This is an optimization exercise on Yosys and OpenROAD, whose aim is small area, a short achievable clock period and few clock cycles per item, not a production implementation. Only the layout flow was run in this run; the RTL was not checked for function there.

<file path="design/flow/run.sh">
#!/bin/bash
# synth_recipe.tcl (not shown) runs the flow's synth.tcl, then flattens the netlist and writes it again
# the make line also repeats each setting of config.mk as NAME=value (left out here)
make -C /OpenROAD-flow-scripts/flow DESIGN_CONFIG=/design/flow/config.mk WORK_HOME=/design/flow/orfs CLKGATE_MAP_FILE= SYNTH_SCRIPT=/design/flow/synth_recipe.tcl finish
</file>
<file path="design/flow/config.mk">
export PLATFORM = sky130hd
export DESIGN_NAME = kw_unwrap
export DESIGN_NICKNAME = kw_unwrap
export VERILOG_FILES = /design/flow/design.v
export SDC_FILE = /design/flow/constraint.sdc
export NUM_CORES = 8
export LEC_CHECK = 0
export CAP_MARGIN = 20
export CORE_MARGIN = 2
export CORE_UTILIZATION = 25
export SLEW_MARGIN = 20
export SYNTH_HIERARCHICAL = 1
</file>
<file path="design/flow/constraint.sdc">
create_clock -name core_clock -period 8.0 [get_ports {clk}]
set_input_delay 1.6000 -clock core_clock [delete_from_list [all_inputs] [get_ports {clk}]]
set_output_delay 1.6000 -clock core_clock [all_outputs]
set_load 0.01 [all_outputs]
</file>
<file path="design/flow/design.v">
module aes_sbox (
    input  wire [7:0] a,
    output wire [7:0] y
);
    wire t0, t1, t2, t3, t4, t5, t6, t7, t8, t9, t10, t11, t12, t13, t14, t15, t16, t17, t18, t19, t20, t21, t22, t23, t24, t25, t26, t27, t28, t29, t30, T1, T2, T3, T4, T6, T8, T9, T10, T13, T14, T15, T16, T17, T19, T20, T22, T23, T24, T25, T26, T27, U7, M1, M2, M3, M4, M5, M6, M7, M8, M9, M10, M11, M12, M13, M14, M15, M16, M17, M18, M19, M20, M21, M22, M23, M24, M25, M26, M27, M28, M29, M30, M31, M32, M33, M34, M35, M36, M37, M38, M39, M40, M41, M42, M43, M44, M45, M46, M47, M48, M49, M50, M51, M52, M53, M54, M55, M56, M57, M58, M59, M60, M61, M62, M63, b0, b1, b2, b3, b4, b5, b6, b7, b8, b9, b10, b11, b12, b13, b14, b15, b16, b17, b18, b19, b20, b21, b22, b23, b24, b25, b26, b27, b28, b29, b30, b31, b32, b33, b34, b35, b36;
    sx2 g0 (.a(a[1]), .b(a[3]), .y(t0));
    sx2 g1 (.a(a[5]), .b(a[6]), .y(t1));
    sx2 g2 (.a(a[2]), .b(a[7]), .y(t2));
    sx2 g3 (.a(a[0]), .b(t1), .y(t3));
    sx2 g4 (.a(a[4]), .b(a[7]), .y(t4));
    sx2 g5 (.a(t0), .b(t4), .y(t5));
    sx2 g6 (.a(a[6]), .b(t0), .y(t6));
    sx2 g7 (.a(a[5]), .b(t2), .y(t7));
    sx2 g8 (.a(a[2]), .b(a[4]), .y(t8));
    sx2 g9 (.a(a[2]), .b(a[5]), .y(t9));
    sx2 g10 (.a(a[1]), .b(a[4]), .y(t10));
    sx2 g11 (.a(a[1]), .b(a[7]), .y(t11));
    sx2 g12 (.a(a[0]), .b(a[2]), .y(t12));
    sx2 g13 (.a(t2), .b(t10), .y(t13));
    sx2 g14 (.a(a[4]), .b(t2), .y(t14));
    sx2 g15 (.a(a[1]), .b(t2), .y(t15));
    sx2 g16 (.a(t1), .b(t8), .y(t16));
    sx2 g17 (.a(t0), .b(t9), .y(t17));
    sx2 g18 (.a(a[3]), .b(t7), .y(t18));
    sx2 g19 (.a(a[0]), .b(t5), .y(t19));
    sx2 g20 (.a(a[4]), .b(t7), .y(t20));
    sx2 g21 (.a(t1), .b(t5), .y(t21));
    sx2 g22 (.a(t3), .b(t15), .y(t22));
    sx2 g23 (.a(t6), .b(t14), .y(t23));
    sx2 g24 (.a(t0), .b(t7), .y(t24));
    sx2 g25 (.a(a[2]), .b(t6), .y(t25));
    sx2 g26 (.a(t0), .b(t16), .y(t26));
    sx2 g27 (.a(t6), .b(t12), .y(t27));
    sx2 g28 (.a(a[7]), .b(t3), .y(t28));
    sx2 g29 (.a(a[1]), .b(t3), .y(t29));
    sx2 g30 (.a(a[4]), .b(t3), .y(t30));
    assign T1 = t4;
    assign T2 = t2;
    assign T3 = t11;
    assign T4 = t8;
    assign T6 = t5;
    assign T8 = t19;
    assign T9 = t3;
    assign T10 = t21;
    assign T13 = t13;
    assign T14 = t23;
    assign T15 = t25;
    assign T16 = t17;
    assign T17 = t27;
    assign T19 = t30;
    assign T20 = t28;
    assign T22 = t29;
    assign T23 = t22;
    assign T24 = t26;
    assign T25 = t24;
    assign T26 = t18;
    assign T27 = t20;
    assign U7 = a[0];
    sa2 g31 (.a(T13), .b(T6), .y(M1));
    sa2 g32 (.a(T23), .b(T8), .y(M2));
    sx2 g33 (.a(T14), .b(M1), .y(M3));
    sa2 g34 (.a(T19), .b(U7), .y(M4));
    sx2 g35 (.a(M4), .b(M1), .y(M5));
    sa2 g36 (.a(T3), .b(T16), .y(M6));
    sa2 g37 (.a(T22), .b(T9), .y(M7));
    sx2 g38 (.a(T26), .b(M6), .y(M8));
    sa2 g39 (.a(T20), .b(T17), .y(M9));
    sx2 g40 (.a(M9), .b(M6), .y(M10));
    sa2 g41 (.a(T1), .b(T15), .y(M11));
    sa2 g42 (.a(T4), .b(T27), .y(M12));
    sx2 g43 (.a(M12), .b(M11), .y(M13));
    sa2 g44 (.a(T2), .b(T10), .y(M14));
    sx2 g45 (.a(M14), .b(M11), .y(M15));
    sx2 g46 (.a(M3), .b(M2), .y(M16));
    sx2 g47 (.a(M5), .b(T24), .y(M17));
    sx2 g48 (.a(M8), .b(M7), .y(M18));
    sx2 g49 (.a(M10), .b(M15), .y(M19));
    sx2 g50 (.a(M16), .b(M13), .y(M20));
    sx2 g51 (.a(M17), .b(M15), .y(M21));
    sx2 g52 (.a(M18), .b(M13), .y(M22));
    sx2 g53 (.a(M19), .b(T25), .y(M23));
    sx2 g54 (.a(M22), .b(M23), .y(M24));
    sa2 g55 (.a(M22), .b(M20), .y(M25));
    sx2 g56 (.a(M21), .b(M25), .y(M26));
    sx2 g57 (.a(M20), .b(M21), .y(M27));
    sx2 g58 (.a(M23), .b(M25), .y(M28));
    sa2 g59 (.a(M28), .b(M27), .y(M29));
    sa2 g60 (.a(M26), .b(M24), .y(M30));
    sa2 g61 (.a(M20), .b(M23), .y(M31));
    sa2 g62 (.a(M27), .b(M31), .y(M32));
    sx2 g63 (.a(M27), .b(M25), .y(M33));
    sa2 g64 (.a(M21), .b(M22), .y(M34));
    sa2 g65 (.a(M24), .b(M34), .y(M35));
    sx2 g66 (.a(M24), .b(M25), .y(M36));
    sx2 g67 (.a(M21), .b(M29), .y(M37));
    sx2 g68 (.a(M32), .b(M33), .y(M38));
    sx2 g69 (.a(M23), .b(M30), .y(M39));
    sx2 g70 (.a(M35), .b(M36), .y(M40));
    sx2 g71 (.a(M38), .b(M40), .y(M41));
    sx2 g72 (.a(M37), .b(M39), .y(M42));
    sx2 g73 (.a(M37), .b(M38), .y(M43));
    sx2 g74 (.a(M39), .b(M40), .y(M44));
    sx2 g75 (.a(M42), .b(M41), .y(M45));
    sa2 g76 (.a(M44), .b(T6), .y(M46));
    sa2 g77 (.a(M40), .b(T8), .y(M47));
    sa2 g78 (.a(M39), .b(U7), .y(M48));
    sa2 g79 (.a(M43), .b(T16), .y(M49));
    sa2 g80 (.a(M38), .b(T9), .y(M50));
    sa2 g81 (.a(M37), .b(T17), .y(M51));
    sa2 g82 (.a(M42), .b(T15), .y(M52));
    sa2 g83 (.a(M45), .b(T27), .y(M53));
    sa2 g84 (.a(M41), .b(T10), .y(M54));
    sa2 g85 (.a(M44), .b(T13), .y(M55));
    sa2 g86 (.a(M40), .b(T23), .y(M56));
    sa2 g87 (.a(M39), .b(T19), .y(M57));
    sa2 g88 (.a(M43), .b(T3), .y(M58));
    sa2 g89 (.a(M38), .b(T22), .y(M59));
    sa2 g90 (.a(M37), .b(T20), .y(M60));
    sa2 g91 (.a(M42), .b(T1), .y(M61));
    sa2 g92 (.a(M45), .b(T4), .y(M62));
    sa2 g93 (.a(M41), .b(T2), .y(M63));
    sx2 g94 (.a(M56), .b(M61), .y(b0));
    sx2 g95 (.a(M62), .b(b0), .y(b1));
    sx2 g96 (.a(M46), .b(M49), .y(b2));
    sx2 g97 (.a(M54), .b(M58), .y(b3));
    sx2 g98 (.a(M50), .b(M53), .y(b4));
    sx2 g99 (.a(M48), .b(M60), .y(b5));
    sx2 g100 (.a(M51), .b(M59), .y(b6));
    sx2 g101 (.a(M47), .b(M50), .y(b7));
    sx2 g102 (.a(M55), .b(b7), .y(b8));
    sx2 g103 (.a(M46), .b(M52), .y(b9));
    sx2 g104 (.a(M61), .b(b6), .y(b10));
    sx2 g105 (.a(M62), .b(b10), .y(b11));
    sx2 g106 (.a(b3), .b(b5), .y(b12));
    sx2 g107 (.a(M55), .b(b1), .y(b13));
    sx2 g108 (.a(M48), .b(M51), .y(b14));
    sx2 g109 (.a(M61), .b(M63), .y(b15));
    sx2 g110 (.a(M48), .b(M58), .y(b16));
    sx2 g111 (.a(M49), .b(M52), .y(b17));
    sx2 g112 (.a(M57), .b(b2), .y(b18));
    sx2 g113 (.a(M47), .b(M53), .y(b19));
    sx2 g114 (.a(b2), .b(b8), .y(b20));
    sx2 g115 (.a(b8), .b(b14), .y(b21));
    sx2 g116 (.a(b9), .b(b15), .y(b22));
    sx2 g117 (.a(b2), .b(b16), .y(b23));
    sx2 g118 (.a(b12), .b(b22), .y(b24));
    sx2 g119 (.a(b11), .b(b23), .y(b25));
    sx2 g120 (.a(b1), .b(b21), .y(b26));
    sx2 g121 (.a(b4), .b(b17), .y(b27));
    sx2 g122 (.a(b1), .b(b12), .y(b28));
    sx2 g123 (.a(b4), .b(b11), .y(b29));
    sx2 g124 (.a(b9), .b(b19), .y(b30));
    sx2 g125 (.a(b1), .b(b20), .y(b31));
    sx2 g126 (.a(b4), .b(b18), .y(b32));
    sx2 g127 (.a(b13), .b(b30), .y(b33));
    sx2 g128 (.a(b28), .b(b32), .y(b34));
    sx2 g129 (.a(b3), .b(b29), .y(b35));
    sx2 g130 (.a(b13), .b(b27), .y(b36));
    assign y[7] = b36;
    assign y[6] = ~b33;
    assign y[5] = ~b24;
    assign y[4] = b31;
    assign y[3] = b26;
    assign y[2] = b34;
    assign y[1] = ~b35;
    assign y[0] = ~b25;
endmodule
module sx2 (input wire a, input wire b, output wire y);
    assign y = a ^ b;
endmodule
module sa2 (input wire a, input wire b, output wire y);
    assign y = a & b;
endmodule
module aes_inv_sbox (
    input  wire [7:0] a,
    output wire [7:0] y
);
    wire t0, t1, t2, t3, t4, t5, t6, t7, t8, t9, t10, t11, t12, t13, t14, t15, t16, t17, t18, t19, t20, t21, t22, t23, t24, t25, t26, t27, t28, t29, T1, T2, T3, T4, T6, T8, T9, T10, T13, T14, T15, T16, T17, T19, T20, T22, T23, T24, T25, T26, T27, U7, M1, M2, M3, M4, M5, M6, M7, M8, M9, M10, M11, M12, M13, M14, M15, M16, M17, M18, M19, M20, M21, M22, M23, M24, M25, M26, M27, M28, M29, M30, M31, M32, M33, M34, M35, M36, M37, M38, M39, M40, M41, M42, M43, M44, M45, M46, M47, M48, M49, M50, M51, M52, M53, M54, M55, M56, M57, M58, M59, M60, M61, M62, M63, b0, b1, b2, b3, b4, b5, b6, b7, b8, b9, b10, b11, b12, b13, b14, b15, b16, b17, b18, b19, b20, b21, b22, b23, b24, b25, b26, b27, b28, b29, b30, b31, b32, b33, b34, b35, b36, b37, b38, b39;
    sx2 g0 (.a(a[4]), .b(a[6]), .y(t0));
    sx2 g1 (.a(a[0]), .b(a[1]), .y(t1));
    sx2 g2 (.a(a[3]), .b(a[4]), .y(t2));
    sx2 g3 (.a(a[3]), .b(a[6]), .y(t3));
    sx2 g4 (.a(a[2]), .b(a[7]), .y(t4));
    sx2 g5 (.a(t0), .b(t1), .y(t5));
    sx2 g6 (.a(a[6]), .b(a[7]), .y(t6));
    sx2 g7 (.a(a[7]), .b(t0), .y(t7));
    sx2 g8 (.a(t1), .b(t3), .y(t8));
    sx2 g9 (.a(a[0]), .b(a[7]), .y(t9));
    sx2 g10 (.a(a[1]), .b(a[2]), .y(t10));
    sx2 g11 (.a(a[0]), .b(a[5]), .y(t11));
    sx2 g12 (.a(a[0]), .b(a[3]), .y(t12));
    sx2 g13 (.a(a[1]), .b(a[5]), .y(t13));
    sx2 g14 (.a(a[2]), .b(a[5]), .y(t14));
    sx2 g15 (.a(a[4]), .b(a[7]), .y(t15));
    sx2 g16 (.a(a[5]), .b(t4), .y(t16));
    sx2 g17 (.a(t1), .b(t2), .y(t17));
    sx2 g18 (.a(t1), .b(t6), .y(t18));
    sx2 g19 (.a(t3), .b(t9), .y(t19));
    sx2 g20 (.a(t2), .b(t10), .y(t20));
    sx2 g21 (.a(a[5]), .b(t2), .y(t21));
    sx2 g22 (.a(a[0]), .b(t2), .y(t22));
    sx2 g23 (.a(t0), .b(t11), .y(t23));
    sx2 g24 (.a(t3), .b(t13), .y(t24));
    sx2 g25 (.a(t0), .b(t14), .y(t25));
    sx2 g26 (.a(t4), .b(t5), .y(t26));
    sx2 g27 (.a(t4), .b(t8), .y(t27));
    sx2 g28 (.a(a[5]), .b(t5), .y(t28));
    sx2 g29 (.a(a[3]), .b(t7), .y(t29));
    assign T1 = t2;
    assign T2 = ~t6;
    assign T3 = t17;
    assign T4 = ~t29;
    assign T6 = t25;
    assign T8 = ~t7;
    assign T9 = ~t22;
    assign T10 = t19;
    assign T13 = ~t18;
    assign T14 = ~t27;
    assign T15 = ~t26;
    assign T16 = ~t24;
    assign T17 = t28;
    assign T19 = ~t5;
    assign T20 = ~t8;
    assign T22 = ~t0;
    assign T23 = t15;
    assign T24 = ~t12;
    assign T25 = ~t21;
    assign T26 = ~t23;
    assign T27 = ~t20;
    assign U7 = ~t16;
    sa2 g30 (.a(T13), .b(T6), .y(M1));
    sa2 g31 (.a(T23), .b(T8), .y(M2));
    sx2 g32 (.a(T14), .b(M1), .y(M3));
    sa2 g33 (.a(T19), .b(U7), .y(M4));
    sx2 g34 (.a(M4), .b(M1), .y(M5));
    sa2 g35 (.a(T3), .b(T16), .y(M6));
    sa2 g36 (.a(T22), .b(T9), .y(M7));
    sx2 g37 (.a(T26), .b(M6), .y(M8));
    sa2 g38 (.a(T20), .b(T17), .y(M9));
    sx2 g39 (.a(M9), .b(M6), .y(M10));
    sa2 g40 (.a(T1), .b(T15), .y(M11));
    sa2 g41 (.a(T4), .b(T27), .y(M12));
    sx2 g42 (.a(M12), .b(M11), .y(M13));
    sa2 g43 (.a(T2), .b(T10), .y(M14));
    sx2 g44 (.a(M14), .b(M11), .y(M15));
    sx2 g45 (.a(M3), .b(M2), .y(M16));
    sx2 g46 (.a(M5), .b(T24), .y(M17));
    sx2 g47 (.a(M8), .b(M7), .y(M18));
    sx2 g48 (.a(M10), .b(M15), .y(M19));
    sx2 g49 (.a(M16), .b(M13), .y(M20));
    sx2 g50 (.a(M17), .b(M15), .y(M21));
    sx2 g51 (.a(M18), .b(M13), .y(M22));
    sx2 g52 (.a(M19), .b(T25), .y(M23));
    sx2 g53 (.a(M22), .b(M23), .y(M24));
    sa2 g54 (.a(M22), .b(M20), .y(M25));
    sx2 g55 (.a(M21), .b(M25), .y(M26));
    sx2 g56 (.a(M20), .b(M21), .y(M27));
    sx2 g57 (.a(M23), .b(M25), .y(M28));
    sa2 g58 (.a(M28), .b(M27), .y(M29));
    sa2 g59 (.a(M26), .b(M24), .y(M30));
    sa2 g60 (.a(M20), .b(M23), .y(M31));
    sa2 g61 (.a(M27), .b(M31), .y(M32));
    sx2 g62 (.a(M27), .b(M25), .y(M33));
    sa2 g63 (.a(M21), .b(M22), .y(M34));
    sa2 g64 (.a(M24), .b(M34), .y(M35));
    sx2 g65 (.a(M24), .b(M25), .y(M36));
    sx2 g66 (.a(M21), .b(M29), .y(M37));
    sx2 g67 (.a(M32), .b(M33), .y(M38));
    sx2 g68 (.a(M23), .b(M30), .y(M39));
    sx2 g69 (.a(M35), .b(M36), .y(M40));
    sx2 g70 (.a(M38), .b(M40), .y(M41));
    sx2 g71 (.a(M37), .b(M39), .y(M42));
    sx2 g72 (.a(M37), .b(M38), .y(M43));
    sx2 g73 (.a(M39), .b(M40), .y(M44));
    sx2 g74 (.a(M42), .b(M41), .y(M45));
    sa2 g75 (.a(M44), .b(T6), .y(M46));
    sa2 g76 (.a(M40), .b(T8), .y(M47));
    sa2 g77 (.a(M39), .b(U7), .y(M48));
    sa2 g78 (.a(M43), .b(T16), .y(M49));
    sa2 g79 (.a(M38), .b(T9), .y(M50));
    sa2 g80 (.a(M37), .b(T17), .y(M51));
    sa2 g81 (.a(M42), .b(T15), .y(M52));
    sa2 g82 (.a(M45), .b(T27), .y(M53));
    sa2 g83 (.a(M41), .b(T10), .y(M54));
    sa2 g84 (.a(M44), .b(T13), .y(M55));
    sa2 g85 (.a(M40), .b(T23), .y(M56));
    sa2 g86 (.a(M39), .b(T19), .y(M57));
    sa2 g87 (.a(M43), .b(T3), .y(M58));
    sa2 g88 (.a(M38), .b(T22), .y(M59));
    sa2 g89 (.a(M37), .b(T20), .y(M60));
    sa2 g90 (.a(M42), .b(T1), .y(M61));
    sa2 g91 (.a(M45), .b(T4), .y(M62));
    sa2 g92 (.a(M41), .b(T2), .y(M63));
    sx2 g93 (.a(M52), .b(M61), .y(b0));
    sx2 g94 (.a(M50), .b(b0), .y(b1));
    sx2 g95 (.a(M54), .b(M58), .y(b2));
    sx2 g96 (.a(M62), .b(b2), .y(b3));
    sx2 g97 (.a(M59), .b(b1), .y(b4));
    sx2 g98 (.a(M48), .b(M56), .y(b5));
    sx2 g99 (.a(M47), .b(M60), .y(b6));
    sx2 g100 (.a(b5), .b(b6), .y(b7));
    sx2 g101 (.a(M57), .b(M63), .y(b8));
    sx2 g102 (.a(M46), .b(M51), .y(b9));
    sx2 g103 (.a(M49), .b(b7), .y(b10));
    sx2 g104 (.a(M51), .b(M59), .y(b11));
    sx2 g105 (.a(M48), .b(M59), .y(b12));
    sx2 g106 (.a(M55), .b(M63), .y(b13));
    sx2 g107 (.a(M49), .b(M58), .y(b14));
    sx2 g108 (.a(M58), .b(b5), .y(b15));
    sx2 g109 (.a(M49), .b(b11), .y(b16));
    sx2 g110 (.a(M55), .b(M61), .y(b17));
    sx2 g111 (.a(M46), .b(b12), .y(b18));
    sx2 g112 (.a(b8), .b(b15), .y(b19));
    sx2 g113 (.a(M47), .b(b9), .y(b20));
    sx2 g114 (.a(M53), .b(b14), .y(b21));
    sx2 g115 (.a(b0), .b(b16), .y(b22));
    sx2 g116 (.a(b0), .b(b18), .y(b23));
    sx2 g117 (.a(M53), .b(b9), .y(b24));
    sx2 g118 (.a(M54), .b(b13), .y(b25));
    sx2 g119 (.a(b8), .b(b17), .y(b26));
    sx2 g120 (.a(M57), .b(b3), .y(b27));
    sx2 g121 (.a(b10), .b(b25), .y(b28));
    sx2 g122 (.a(M62), .b(b21), .y(b29));
    sx2 g123 (.a(b1), .b(b10), .y(b30));
    sx2 g124 (.a(b19), .b(b24), .y(b31));
    sx2 g125 (.a(b3), .b(b22), .y(b32));
    sx2 g126 (.a(b3), .b(b20), .y(b33));
    sx2 g127 (.a(b3), .b(b23), .y(b34));
    sx2 g128 (.a(b4), .b(b28), .y(b35));
    sx2 g129 (.a(b4), .b(b31), .y(b36));
    sx2 g130 (.a(b4), .b(b33), .y(b37));
    sx2 g131 (.a(b4), .b(b29), .y(b38));
    sx2 g132 (.a(b27), .b(b30), .y(b39));
    assign y[7] = b32;
    assign y[6] = b35;
    assign y[5] = b39;
    assign y[4] = b34;
    assign y[3] = b36;
    assign y[2] = b37;
    assign y[1] = b38;
    assign y[0] = b26;
endmodule
module aes_inv_mixcol (
    input  wire [31:0] c,
    output wire [31:0] y
);
    wire m0, m1, m2, m3, m4, m5, m6, m7, m8, m9, m10, m11, m12, m13, m14, m15, m16, m17, m18, m19, m20, m21, m22, m23, m24, m25, m26, m27, m28, m29, m30, m31, m32, m33, m34, m35, m36, m37, m38, m39, m40, m41, m42, m43, m44, m45, m46, m47, m48, m49, m50, m51, m52, m53, m54, m55, m56, m57, m58, m59, m60, m61, m62, m63, m64, m65, m66, m67, m68, m69, m70, m71, m72, m73, m74, m75, m76, m77, m78, m79, m80, m81, m82, m83, m84, m85, m86, m87, m88, m89, m90, m91, m92, m93, m94, m95, m96, m97, m98, m99, m100, m101, m102, m103, m104, m105, m106, m107, m108, m109, m110, m111, m112, m113, m114, m115, m116, m117, m118, m119, m120, m121, m122, m123, m124, m125, m126, m127, m128, m129, m130, m131, m132, m133, m134, m135, m136, m137, m138, m139, m140, m141, m142, m143, m144, m145, m146, m147, m148, m149, m150, m151, m152, m153, m154, m155, m156, m157, m158, m159, m160, m161, m162, m163, m164, m165, m166, m167, m168, m169, m170, m171, m172, m173, m174, m175, m176, m177, m178, m179;
    sx2 x0 (.a(c[5]), .b(c[21]), .y(m0));
    sx2 x1 (.a(c[13]), .b(c[29]), .y(m1));
    sx2 x2 (.a(c[14]), .b(c[30]), .y(m2));
    sx2 x3 (.a(c[6]), .b(c[22]), .y(m3));
    sx2 x4 (.a(m0), .b(m1), .y(m4));
    sx2 x5 (.a(c[3]), .b(c[31]), .y(m5));
    sx2 x6 (.a(c[15]), .b(c[19]), .y(m6));
    sx2 x7 (.a(c[7]), .b(c[23]), .y(m7));
    sx2 x8 (.a(c[18]), .b(m2), .y(m8));
    sx2 x9 (.a(c[26]), .b(m3), .y(m9));
    sx2 x10 (.a(c[16]), .b(m4), .y(m10));
    sx2 x11 (.a(c[1]), .b(c[17]), .y(m11));
    sx2 x12 (.a(c[9]), .b(c[25]), .y(m12));
    sx2 x13 (.a(c[11]), .b(c[27]), .y(m13));
    sx2 x14 (.a(c[12]), .b(c[28]), .y(m14));
    sx2 x15 (.a(c[4]), .b(c[20]), .y(m15));
    sx2 x16 (.a(c[8]), .b(c[24]), .y(m16));
    sx2 x17 (.a(c[2]), .b(c[10]), .y(m17));
    sx2 x18 (.a(m7), .b(m13), .y(m18));
    sx2 x19 (.a(m5), .b(m6), .y(m19));
    sx2 x20 (.a(m8), .b(m9), .y(m20));
    sx2 x21 (.a(c[0]), .b(c[31]), .y(m21));
    sx2 x22 (.a(c[0]), .b(m16), .y(m22));
    sx2 x23 (.a(m4), .b(m12), .y(m23));
    sx2 x24 (.a(m14), .b(m15), .y(m24));
    sx2 x25 (.a(c[7]), .b(m11), .y(m25));
    sx2 x26 (.a(m18), .b(m19), .y(m26));
    sx2 x27 (.a(m17), .b(m20), .y(m27));
    sx2 x28 (.a(m10), .b(m22), .y(m28));
    sx2 x29 (.a(c[15]), .b(c[23]), .y(m29));
    sx2 x30 (.a(c[7]), .b(c[15]), .y(m30));
    sx2 x31 (.a(c[23]), .b(c[27]), .y(m31));
    sx2 x32 (.a(m2), .b(m21), .y(m32));
    sx2 x33 (.a(c[31]), .b(m24), .y(m33));
    sx2 x34 (.a(c[15]), .b(c[16]), .y(m34));
    sx2 x35 (.a(m5), .b(m31), .y(m35));
    sx2 x36 (.a(c[2]), .b(m11), .y(m36));
    sx2 x37 (.a(m2), .b(m30), .y(m37));
    sx2 x38 (.a(m1), .b(m7), .y(m38));
    sx2 x39 (.a(m3), .b(m29), .y(m39));
    sx2 x40 (.a(c[25]), .b(m3), .y(m40));
    sx2 x41 (.a(m7), .b(m16), .y(m41));
    sx2 x42 (.a(m2), .b(m15), .y(m42));
    sx2 x43 (.a(c[10]), .b(m5), .y(m43));
    sx2 x44 (.a(c[17]), .b(m17), .y(m44));
    sx2 x45 (.a(c[11]), .b(m6), .y(m45));
    sx2 x46 (.a(m3), .b(m14), .y(m46));
    sx2 x47 (.a(m8), .b(m14), .y(m47));
    sx2 x48 (.a(m1), .b(m19), .y(m48));
    sx2 x49 (.a(m9), .b(m15), .y(m49));
    sx2 x50 (.a(m25), .b(m43), .y(m50));
    sx2 x51 (.a(m0), .b(m18), .y(m51));
    sx2 x52 (.a(m23), .b(m47), .y(m52));
    sx2 x53 (.a(m23), .b(m49), .y(m53));
    sx2 x54 (.a(c[1]), .b(c[9]), .y(m54));
    sx2 x55 (.a(c[12]), .b(c[20]), .y(m55));
    sx2 x56 (.a(c[4]), .b(c[21]), .y(m56));
    sx2 x57 (.a(c[11]), .b(c[28]), .y(m57));
    sx2 x58 (.a(c[20]), .b(c[28]), .y(m58));
    sx2 x59 (.a(c[5]), .b(c[29]), .y(m59));
    sx2 x60 (.a(c[6]), .b(c[30]), .y(m60));
    sx2 x61 (.a(c[10]), .b(c[12]), .y(m61));
    sx2 x62 (.a(c[9]), .b(c[24]), .y(m62));
    sx2 x63 (.a(c[14]), .b(c[21]), .y(m63));
    sx2 x64 (.a(c[12]), .b(c[29]), .y(m64));
    sx2 x65 (.a(c[7]), .b(c[31]), .y(m65));
    sx2 x66 (.a(c[17]), .b(c[24]), .y(m66));
    sx2 x67 (.a(c[6]), .b(c[13]), .y(m67));
    sx2 x68 (.a(c[10]), .b(c[25]), .y(m68));
    sx2 x69 (.a(c[13]), .b(c[30]), .y(m69));
    sx2 x70 (.a(c[14]), .b(c[22]), .y(m70));
    sx2 x71 (.a(c[1]), .b(c[8]), .y(m71));
    sx2 x72 (.a(c[22]), .b(c[30]), .y(m72));
    sx2 x73 (.a(c[0]), .b(c[24]), .y(m73));
    sx2 x74 (.a(c[3]), .b(c[7]), .y(m74));
    sx2 x75 (.a(c[2]), .b(c[4]), .y(m75));
    sx2 x76 (.a(c[6]), .b(c[14]), .y(m76));
    sx2 x77 (.a(c[8]), .b(c[23]), .y(m77));
    sx2 x78 (.a(m0), .b(m70), .y(m78));
    sx2 x79 (.a(c[8]), .b(m21), .y(m79));
    sx2 x80 (.a(m2), .b(m17), .y(m80));
    sx2 x81 (.a(m11), .b(m61), .y(m81));
    sx2 x82 (.a(c[28]), .b(m56), .y(m82));
    sx2 x83 (.a(c[1]), .b(m21), .y(m83));
    sx2 x84 (.a(m6), .b(m13), .y(m84));
    sx2 x85 (.a(c[2]), .b(m54), .y(m85));
    sx2 x86 (.a(c[26]), .b(m74), .y(m86));
    sx2 x87 (.a(m3), .b(m13), .y(m87));
    sx2 x88 (.a(c[13]), .b(m58), .y(m88));
    sx2 x89 (.a(m0), .b(m29), .y(m89));
    sx2 x90 (.a(c[29]), .b(m63), .y(m90));
    sx2 x91 (.a(c[4]), .b(m64), .y(m91));
    sx2 x92 (.a(m3), .b(m65), .y(m92));
    sx2 x93 (.a(c[5]), .b(m55), .y(m93));
    sx2 x94 (.a(c[19]), .b(m12), .y(m94));
    sx2 x95 (.a(c[21]), .b(m67), .y(m95));
    sx2 x96 (.a(m11), .b(m62), .y(m96));
    sx2 x97 (.a(c[5]), .b(m69), .y(m97));
    sx2 x98 (.a(c[9]), .b(m34), .y(m98));
    sx2 x99 (.a(m6), .b(m31), .y(m99));
    sx2 x100 (.a(c[23]), .b(m66), .y(m100));
    sx2 x101 (.a(c[22]), .b(m59), .y(m101));
    sx2 x102 (.a(m34), .b(m68), .y(m102));
    sx2 x103 (.a(m12), .b(m71), .y(m103));
    sx2 x104 (.a(c[15]), .b(m72), .y(m104));
    sx2 x105 (.a(m9), .b(m98), .y(m105));
    sx2 x106 (.a(c[18]), .b(m87), .y(m106));
    sx2 x107 (.a(c[20]), .b(m35), .y(m107));
    sx2 x108 (.a(m32), .b(m44), .y(m108));
    sx2 x109 (.a(m46), .b(m97), .y(m109));
    sx2 x110 (.a(m39), .b(m96), .y(m110));
    sx2 x111 (.a(m81), .b(m99), .y(m111));
    sx2 x112 (.a(m40), .b(m44), .y(m112));
    sx2 x113 (.a(m37), .b(m103), .y(m113));
    sx2 x114 (.a(m30), .b(m78), .y(m114));
    sx2 x115 (.a(m45), .b(m75), .y(m115));
    sx2 x116 (.a(m35), .b(m94), .y(m116));
    sx2 x117 (.a(m25), .b(m40), .y(m117));
    sx2 x118 (.a(m32), .b(m100), .y(m118));
    sx2 x119 (.a(m12), .b(m86), .y(m119));
    sx2 x120 (.a(m83), .b(m102), .y(m120));
    sx2 x121 (.a(m9), .b(m84), .y(m121));
    sx2 x122 (.a(m24), .b(m38), .y(m122));
    sx2 x123 (.a(m8), .b(m41), .y(m123));
    sx2 x124 (.a(m41), .b(m85), .y(m124));
    sx2 x125 (.a(m4), .b(m39), .y(m125));
    sx2 x126 (.a(m38), .b(m76), .y(m126));
    sx2 x127 (.a(m42), .b(m101), .y(m127));
    sx2 x128 (.a(c[23]), .b(m36), .y(m128));
    sx2 x129 (.a(m42), .b(m95), .y(m129));
    sx2 x130 (.a(m37), .b(m73), .y(m130));
    sx2 x131 (.a(m16), .b(m92), .y(m131));
    sx2 x132 (.a(m60), .b(m89), .y(m132));
    sx2 x133 (.a(m46), .b(m90), .y(m133));
    sx2 x134 (.a(m32), .b(m77), .y(m134));
    sx2 x135 (.a(m4), .b(m79), .y(m135));
    sx2 x136 (.a(m8), .b(m45), .y(m136));
    sx2 x137 (.a(m80), .b(m116), .y(m137));
    sx2 x138 (.a(m112), .b(m123), .y(m138));
    sx2 x139 (.a(m33), .b(m114), .y(m139));
    sx2 x140 (.a(m10), .b(m130), .y(m140));
    sx2 x141 (.a(m48), .b(m93), .y(m141));
    sx2 x142 (.a(m36), .b(m107), .y(m142));
    sx2 x143 (.a(m10), .b(m134), .y(m143));
    sx2 x144 (.a(m20), .b(m124), .y(m144));
    sx2 x145 (.a(m51), .b(m88), .y(m145));
    sx2 x146 (.a(m26), .b(m127), .y(m146));
    sx2 x147 (.a(m26), .b(m129), .y(m147));
    sx2 x148 (.a(m50), .b(m57), .y(m148));
    sx2 x149 (.a(m10), .b(m113), .y(m149));
    sx2 x150 (.a(m26), .b(m133), .y(m150));
    sx2 x151 (.a(m104), .b(m122), .y(m151));
    sx2 x152 (.a(m33), .b(m132), .y(m152));
    sx2 x153 (.a(m22), .b(m125), .y(m153));
    sx2 x154 (.a(m119), .b(m136), .y(m154));
    sx2 x155 (.a(m33), .b(m126), .y(m155));
    sx2 x156 (.a(m26), .b(m109), .y(m156));
    sx2 x157 (.a(m20), .b(m120), .y(m157));
    sx2 x158 (.a(m105), .b(m108), .y(m158));
    sx2 x159 (.a(m117), .b(m135), .y(m159));
    sx2 x160 (.a(m25), .b(m115), .y(m160));
    sx2 x161 (.a(m50), .b(m106), .y(m161));
    sx2 x162 (.a(m10), .b(m110), .y(m162));
    sx2 x163 (.a(m48), .b(m82), .y(m163));
    sx2 x164 (.a(m23), .b(m118), .y(m164));
    sx2 x165 (.a(m121), .b(m128), .y(m165));
    sx2 x166 (.a(m10), .b(m131), .y(m166));
    sx2 x167 (.a(m51), .b(m91), .y(m167));
    sx2 x168 (.a(m52), .b(m142), .y(m168));
    sx2 x169 (.a(m28), .b(m161), .y(m169));
    sx2 x170 (.a(m53), .b(m148), .y(m170));
    sx2 x171 (.a(m53), .b(m111), .y(m171));
    sx2 x172 (.a(m28), .b(m154), .y(m172));
    sx2 x173 (.a(m28), .b(m137), .y(m173));
    sx2 x174 (.a(m52), .b(m160), .y(m174));
    sx2 x175 (.a(m27), .b(m163), .y(m175));
    sx2 x176 (.a(m27), .b(m167), .y(m176));
    sx2 x177 (.a(m27), .b(m145), .y(m177));
    sx2 x178 (.a(m28), .b(m165), .y(m178));
    sx2 x179 (.a(m27), .b(m141), .y(m179));
    assign y[0] = m166;
    assign y[1] = m164;
    assign y[2] = m157;
    assign y[3] = m178;
    assign y[4] = m168;
    assign y[5] = m175;
    assign y[6] = m146;
    assign y[7] = m152;
    assign y[8] = m140;
    assign y[9] = m159;
    assign y[10] = m144;
    assign y[11] = m173;
    assign y[12] = m170;
    assign y[13] = m176;
    assign y[14] = m156;
    assign y[15] = m155;
    assign y[16] = m153;
    assign y[17] = m149;
    assign y[18] = m158;
    assign y[19] = m169;
    assign y[20] = m174;
    assign y[21] = m179;
    assign y[22] = m147;
    assign y[23] = m139;
    assign y[24] = m143;
    assign y[25] = m162;
    assign y[26] = m138;
    assign y[27] = m172;
    assign y[28] = m171;
    assign y[29] = m177;
    assign y[30] = m150;
    assign y[31] = m151;
endmodule
module kw_unwrap (
    input  wire         clk,
    input  wire         rst,       
    input  wire         start,     
    input  wire [127:0] kek,       
    input  wire [191:0] wrapped,   
    output wire         busy,
    output wire         done,      
    output wire         ok,        
    output wire [127:0] key        
);
    localparam [63:0] KW_IV = 64'hA6A6A6A6A6A6A6A6;
    reg         busy_r;
    reg         done_r;
    reg         kexp;     
    reg         first;    
    reg [3:0]   rnd;      
    reg [3:0]   t;        
    reg [127:0] st;       
    reg [63:0]  ro;       
    reg [127:0] rk;       
    reg [127:0] kl;       
    wire accept = start && !busy_r;
    genvar gb, gc, gr;
    wire last   = !kexp && (rnd == 4'd0);
    assign busy = busy_r;
    assign done = done_r;
    assign ok   = (st[127:64] == KW_IV);
    assign key  = {st[63:0], ro};
    function [7:0] rcon1;
        input [3:0] r;
        case (r)
            4'd0:    rcon1 = 8'h01;
            4'd1:    rcon1 = 8'h02;
            4'd2:    rcon1 = 8'h04;
            4'd3:    rcon1 = 8'h08;
            4'd4:    rcon1 = 8'h10;
            4'd5:    rcon1 = 8'h20;
            4'd6:    rcon1 = 8'h40;
            4'd7:    rcon1 = 8'h80;
            4'd8:    rcon1 = 8'h1b;
            4'd9:    rcon1 = 8'h36;
            default: rcon1 = 8'h00;
        endcase
    endfunction
    wire [31:0]  w0 = rk[127:96];
    wire [31:0]  w1 = rk[95:64];
    wire [31:0]  w2 = rk[63:32];
    wire [31:0]  w3 = rk[31:0];
    wire [31:0]  v3 = w3 ^ w2;    
    wire [31:0]  v2 = w2 ^ w1;
    wire [31:0]  v1 = w1 ^ w0;
    wire [31:0]  rot = {v3[23:0], v3[31:24]};
    wire [31:0]  sw_out;
    generate
        for (gb = 0; gb < 4; gb = gb + 1) begin : g_sbox
            aes_sbox u_sbox (.a(rot[8*gb +: 8]), .y(sw_out[8*gb +: 8]));
        end
    endgenerate
    wire [31:0]  temp = sw_out ^ {rcon1(rnd), 24'h000000};
    wire [31:0]  n0 = w0 ^ temp;
    wire [31:0]  n1 = v1 ^ temp;
    wire [31:0]  n2 = (v2 ^ w0) ^ temp;
    wire [31:0]  n3 = (v3 ^ v2) ^ (w0 ^ temp);
    wire [127:0] key_next = {n0, n1, n2, n3};         
    wire [127:0] key_next_y = {n0, n1, n2, v3};       
    wire [127:0] key_prev = {n0, v1, v2, v3};
    wire         step12 = (t == 4'd12);
    wire [127:0] blk = (step12 ? {kl[127:64] ^ 64'd12, kl[63:0]}
                               : {st[127:64] ^ {60'd0, t}, ro}) ^ rk;
    wire [127:0] imc;
    generate
        for (gc = 0; gc < 4; gc = gc + 1) begin : g_imc
            aes_inv_mixcol u_imc (.c(st[32*gc +: 32]), .y(imc[32*gc +: 32]));
        end
    endgenerate
    wire [127:0] x = first ? blk : imc;
    wire [127:0] isr;
    generate
        for (gc = 0; gc < 4; gc = gc + 1) begin : g_col
            for (gr = 0; gr < 4; gr = gr + 1) begin : g_row
                assign isr[127 - 8*(gr + 4*((gc + gr) % 4)) -: 8] =
                       x[127 - 8*(gr + 4*gc) -: 8];
            end
        end
    endgenerate
    wire [127:0] isb;
    generate
        for (gb = 0; gb < 16; gb = gb + 1) begin : g_isbox
            aes_inv_sbox u_isbox (.a(isr[8*gb +: 8]), .y(isb[8*gb +: 8]));
        end
    endgenerate
    wire [127:0] ark = isb ^ key_prev;
    always @(posedge clk) begin
        if (rst) begin
            busy_r <= 1'b0;
            done_r <= 1'b0;
            kexp   <= 1'b0;
            first  <= 1'b0;
        end else begin
            done_r <= 1'b0;
            if (accept) begin
                busy_r <= 1'b1;
                kexp   <= 1'b1;
                first  <= 1'b0;
                rnd    <= 4'd0;
                t      <= 4'd12;
            end else if (busy_r) begin
                if (kexp) begin
                    if (rnd == 4'd9) begin
                        kexp  <= 1'b0;
                        first <= 1'b1;
                    end else begin
                        rnd <= rnd + 4'd1;
                    end
                end else begin
                    first <= (rnd == 4'd0) && (t != 4'd1);
                    if (rnd == 4'd0) begin
                        rnd <= 4'd9;
                        t   <= t - 4'd1;
                        if (t == 4'd1) begin
                            busy_r <= 1'b0;
                            done_r <= 1'b1;
                        end
                    end else begin
                        rnd <= rnd - 4'd1;
                    end
                end
            end
        end
    end
    always @(posedge clk) begin
        if (accept)
            rk <= {kek[127:32], kek[63:32] ^ kek[31:0]};
        else if (kexp)
            rk <= (rnd == 4'd9) ? key_next : key_next_y;
        else if (last)
            rk <= kl;
        else
            rk <= key_prev;
    end
    always @(posedge clk) begin
        if (accept)
            kl <= {wrapped[191:128], wrapped[63:0]};
        else if (first && step12)
            kl <= rk;
    end
    always @(posedge clk) begin
        st <= ark;
        if (accept)
            ro <= wrapped[127:64];
        else if (first && !step12)
            ro <= st[63:0];
    end
endmodule
</file>
==> flow_metrics.env <==
export IMPL_outcome="complete, no violations"
export IMPL_core_area_um2=227000
export IMPL_placed_cell_area_um2=64100
export IMPL_worstSetupPathType="flop to flop"
export IMPL_drt_iter0_drc=3564
export IMPL_port_buffer_count=453
export IMPL_synth_edf_count=200
export IMPL_ys_types=49
export IMPL_root_buffer="clkbuf_16"
export IMPL_io_pins=454
export IMPL_stdcell_area_um2=66500
export IMPL_numCtsBuffers=61
export IMPL_initial_core_util_pct=25.1
export IMPL_clk_latency_ns=0.75
export IMPL_clkTransAtPathRegs_ns=0.06
export IMPL_synth_nets=7125
export IMPL_hold_class="flop to flop"
export IMPL_ctsHoldBuffers=0
export IMPL_grt_overflow_total=0
export IMPL_wl_met1_um=99500
export IMPL_die_x_um=481
export IMPL_hold_path_depth=2
export IMPL_finalCriticalPeriod_ns=7.57
export IMPL_ff2ff_path_depth=24
export IMPL_wl_met2_um=111000
export IMPL_wire_per_inst_um=23.8
export IMPL_htreeDepth=2
export IMPL_timing_slew_headroom_pct=14.3
export IMPL_final_core_util_pct=29.3
export IMPL_cts_tree="yes"
export IMPL_dr_total_vias=45300
export IMPL_via_per_inst=4.47
export IMPL_grtUsageTotal_pct=20.0
export IMPL_antenna_found_initial=20
export IMPL_finalMaxSlewViolations=0
export IMPL_maxCapViolCount=0
export IMPL_netlist_instances=6797
export IMPL_ys_ff_latch=468
export IMPL_yosys_warnings=7
export IMPL_wirelength_um=242000
export IMPL_cp_required_ns=8.53
export IMPL_tightestPinTransition_ns=1.28
export IMPL_area_growth_pct=16.7
export IMPL_cts_buffer_depth=3
export IMPL_worstPathArrival_ns=8.10
export IMPL_ys_flop_type="dfxtp_1"
export IMPL_finalHoldViolCount=0
export IMPL_grt_pass1_wl_um=335000
export IMPL_holdWs_ns=0.570
export IMPL_path_max_fanout=5
export IMPL_fillers=24400
export IMPL_die_area_um2=232000
export IMPL_finalSetupViolations=0
export IMPL_wl_met3_um=14500
export IMPL_layout_drive_gt1_share_pct=7.40
export IMPL_grt_pass1_vias=45900
export IMPL_finalCritPeriodShare_pct=94.6
export IMPL_drt_drc_violations_left=0
export IMPL_hpwl_um=202000
export IMPL_dieHeight_um=481
export IMPL_cp_start_kind="flop"
export IMPL_finalNetCount=7395
export IMPL_synth_area_per_cell_um2=8.38
export IMPL_skew_ns=0.0952
export IMPL_grt_max_degree=129
export IMPL_fmax_mhz=132
export IMPL_ys_async_sr_fraction_pct=0
export IMPL_syn_area_um2=56900
export IMPL_worst_setup_path_end_kind="flop"
export IMPL_rows=175
export IMPL_ant_nets=0
export IMPL_clock_sinks=468
export IMPL_top_layer_used="met5"
export IMPL_drt_first_pass_iters=7
export IMPL_synth_seq_area_share_pct=20.0
export IMPL_gp_congestion=1.01
cell families (layout without fill, tap and decap cells):
family	count (synthesis)	in the layout	synth area share [%]
simple gates	1645	1645	14.2
fa+ha+maj	5	5	0.110
flops	468	468	20.0
compound gates	414	414	4.13
mux	259	259	4.84
xor+xnor	3189	3189	49.1
other cells	0	11	0
buf+inv	817	1140	7.65
per-module statistics from Yosys (local to each module, per instance):
module	times used	cells inside	flip-flops and latches	area (um2)
aes_inv_mixcol	4	32	0	240
sa2	680	1	0	6.26
aes_sbox	4	8	0	45.0
aes_inv_sbox	16	24	0	120
sx2	2692	1	0	8.76
kw_unwrap	1	2881	468	26000
cells in the mapped netlist, types with 3 or more instances:
cell,n,area (um2)
xor2_1,2741,24000
nand2_1,728,2730
and2_1,681,4260
xnor2_1,448,3920
buf_4,338,2540
inv_1,309,1160
dfxtp_1,268,5370
edfxtp_1,200,6010
a21oi_1,176,881
nor2_1,157,589
clkbuf_1,141,529
mux2i_1,133,1330
mux2_2,125,1410
o21ai_0,107,536
a211oi_1,67,503
nand3_1,30,150
a31oi_1,25,156
o21ai_1,21,105
buf_1,16,60.1
buf_2,12,60.1
nor3_1,11,55.1
nor4_1,6,37.5
nor4bb_1,6,60.1
ha_1,5,62.6
a221o_1,4,40.0
a221oi_1,3,26.3
nand3b_1,3,22.5
nand4b_1,3,26.3
nor4b_1,3,26.3
o32ai_1,3,26.3
what timing repair did:
| item | in CTS | in global routing |
|---|---|---|
| gates resized for setup | 2 | 26 |
| buffers inserted | 0 | 7 |
| endpoints found under the setup margin | 5 | 42 |
through the flow:
step           instances  setup slack [ns]  setup TNS [ns]
4_1_cts            10100            0.0708               0
5_1_grt            10100         -0.000989       -0.000989
2_1_floorplan       6797             0.407               0
3_3_place_gp       10000           -0.0534         -0.0534
6_report           10100             0.432               0
3_5_place_dp       10000            0.0115               0
metal layers:
metal / global-route usage (%) / vias to the layer above
met2: 33.0 / 1534
li1: - / 21400
met1: 24.5 / 22000
met5: 0 / -
met4: 11.7 / 26
met3: 3.39 / 423
cell usage in the layout (no fill, tap or decap), types with 4 or more instances in the layout:
master and instances:
xor2_1 2722, nand2_1 727, and2_1 681, clkdlybuf4s50_1 453
xnor2_1 445, inv_1 309, dfxtp_1 262, buf_4 256
edfxtp_1 200, a21oi_1 176, nor2_1 157, mux2i_1 131
mux2_2 125, o21ai_0 106, a211oi_1 66, clkbuf_16 61
nand3_1 29, a31oi_1 25, o21ai_1 21, xor2_2 19
clkbuf_1 16, diode_2 11, nor3_1 11, clkbuf_8 10
clkinv_2 9, nor4_1 6, nor4bb_1 6, bufinv_16 6
ha_1 5, buf_12 5, a221o_1 4, clkinvlp_4 4
dfxtp_2 4
final cells by class:
type	count	area [um2]	area share, %
antenna	11	27.5	0.0414
sequential	468	11400	17.1
timing repair buffer	715	6570	9.88
clock inverter	29	397	0.597
inverter	309	1160	1.75
multi-input combinational	5512	41400	62.3
tap	3009	3760	5.67
clock buffer	87	1720	2.59
worst max-delay path, stage by stage (launching register included):
cell and delay [ns]:
dfxtp_1 0.47, xor2_1 0.43, xor2_2 0.36, xor2_1 0.40
xor2_1 0.30, xor2_1 0.37, mux2_2 0.31, xor2_2 0.32
xor2_1 0.36, xor2_1 0.20, inv_1 0.07, and2_1 0.16
xor2_1 0.36, xor2_1 0.27, xor2_2 0.30, xor2_1 0.30
and2_1 0.19, xor2_1 0.31, xor2_1 0.29, and2_1 0.22
xor2_1 0.34, xor2_1 0.36, xor2_1 0.14, xor2_1 0.19
xnor2_1 0.40
final timing paths:
check | start | endpoint | slack (ns)
min reg2reg | kl[125]$_DFFE_PP_ | rk[125]$_DFF_P_ | 0.57
max | st[45]$_DFF_P_ | st[61]$_DFF_P_ | 0.43
max reg2reg | st[45]$_DFF_P_ | st[61]$_DFF_P_ | 0.43
min | kl[125]$_DFFE_PP_ | rk[125]$_DFF_P_ | 0.57
registers in the layout (all words and copies together) (netlist names):
register	cells
done_r	1
rcon1$func$/design/flow/design.v:620$5470.$result	8
t	4
ro	64
st	128
kexp	1
rk	128
kl	128
rnd	4
first	1
busy_r	1

afterwards: timing with drivers on the ports:
The flow's constraints put no driver on any port. The routed layout listed below was extracted and timed again, unchanged, in two steps.
Step 1 (the two cells are an assumption about what drives the block):
set clk [get_ports {clk}]
set_driving_cell -lib_cell sky130_fd_sc_hd__clkbuf_16 $clk
set_driving_cell -lib_cell sky130_fd_sc_hd__buf_2 [delete_from_list [all_inputs] $clk]
Step 2 times the ports against the registers' clock, not the clock port: input delays grow and output delays shrink by t, the midpoint of the rising clock arrivals with the driver on.
Slacks: ideal / step 1 / step 2; pairs: ideal / step 1.
t, ns: 0.778
slack for setup (ns): 0.432 / 0.432 / 0.432
hold slack, ns: 0.570 / 0.570 / 0.570
worst setup path after step 2: register to register
worst data-port slew with drivers (ns): 0.17
After both steps setup and hold are still met in this run. The setup slack of this run moves by 0.000 ns with the drivers and by 0.000 ns with both steps.
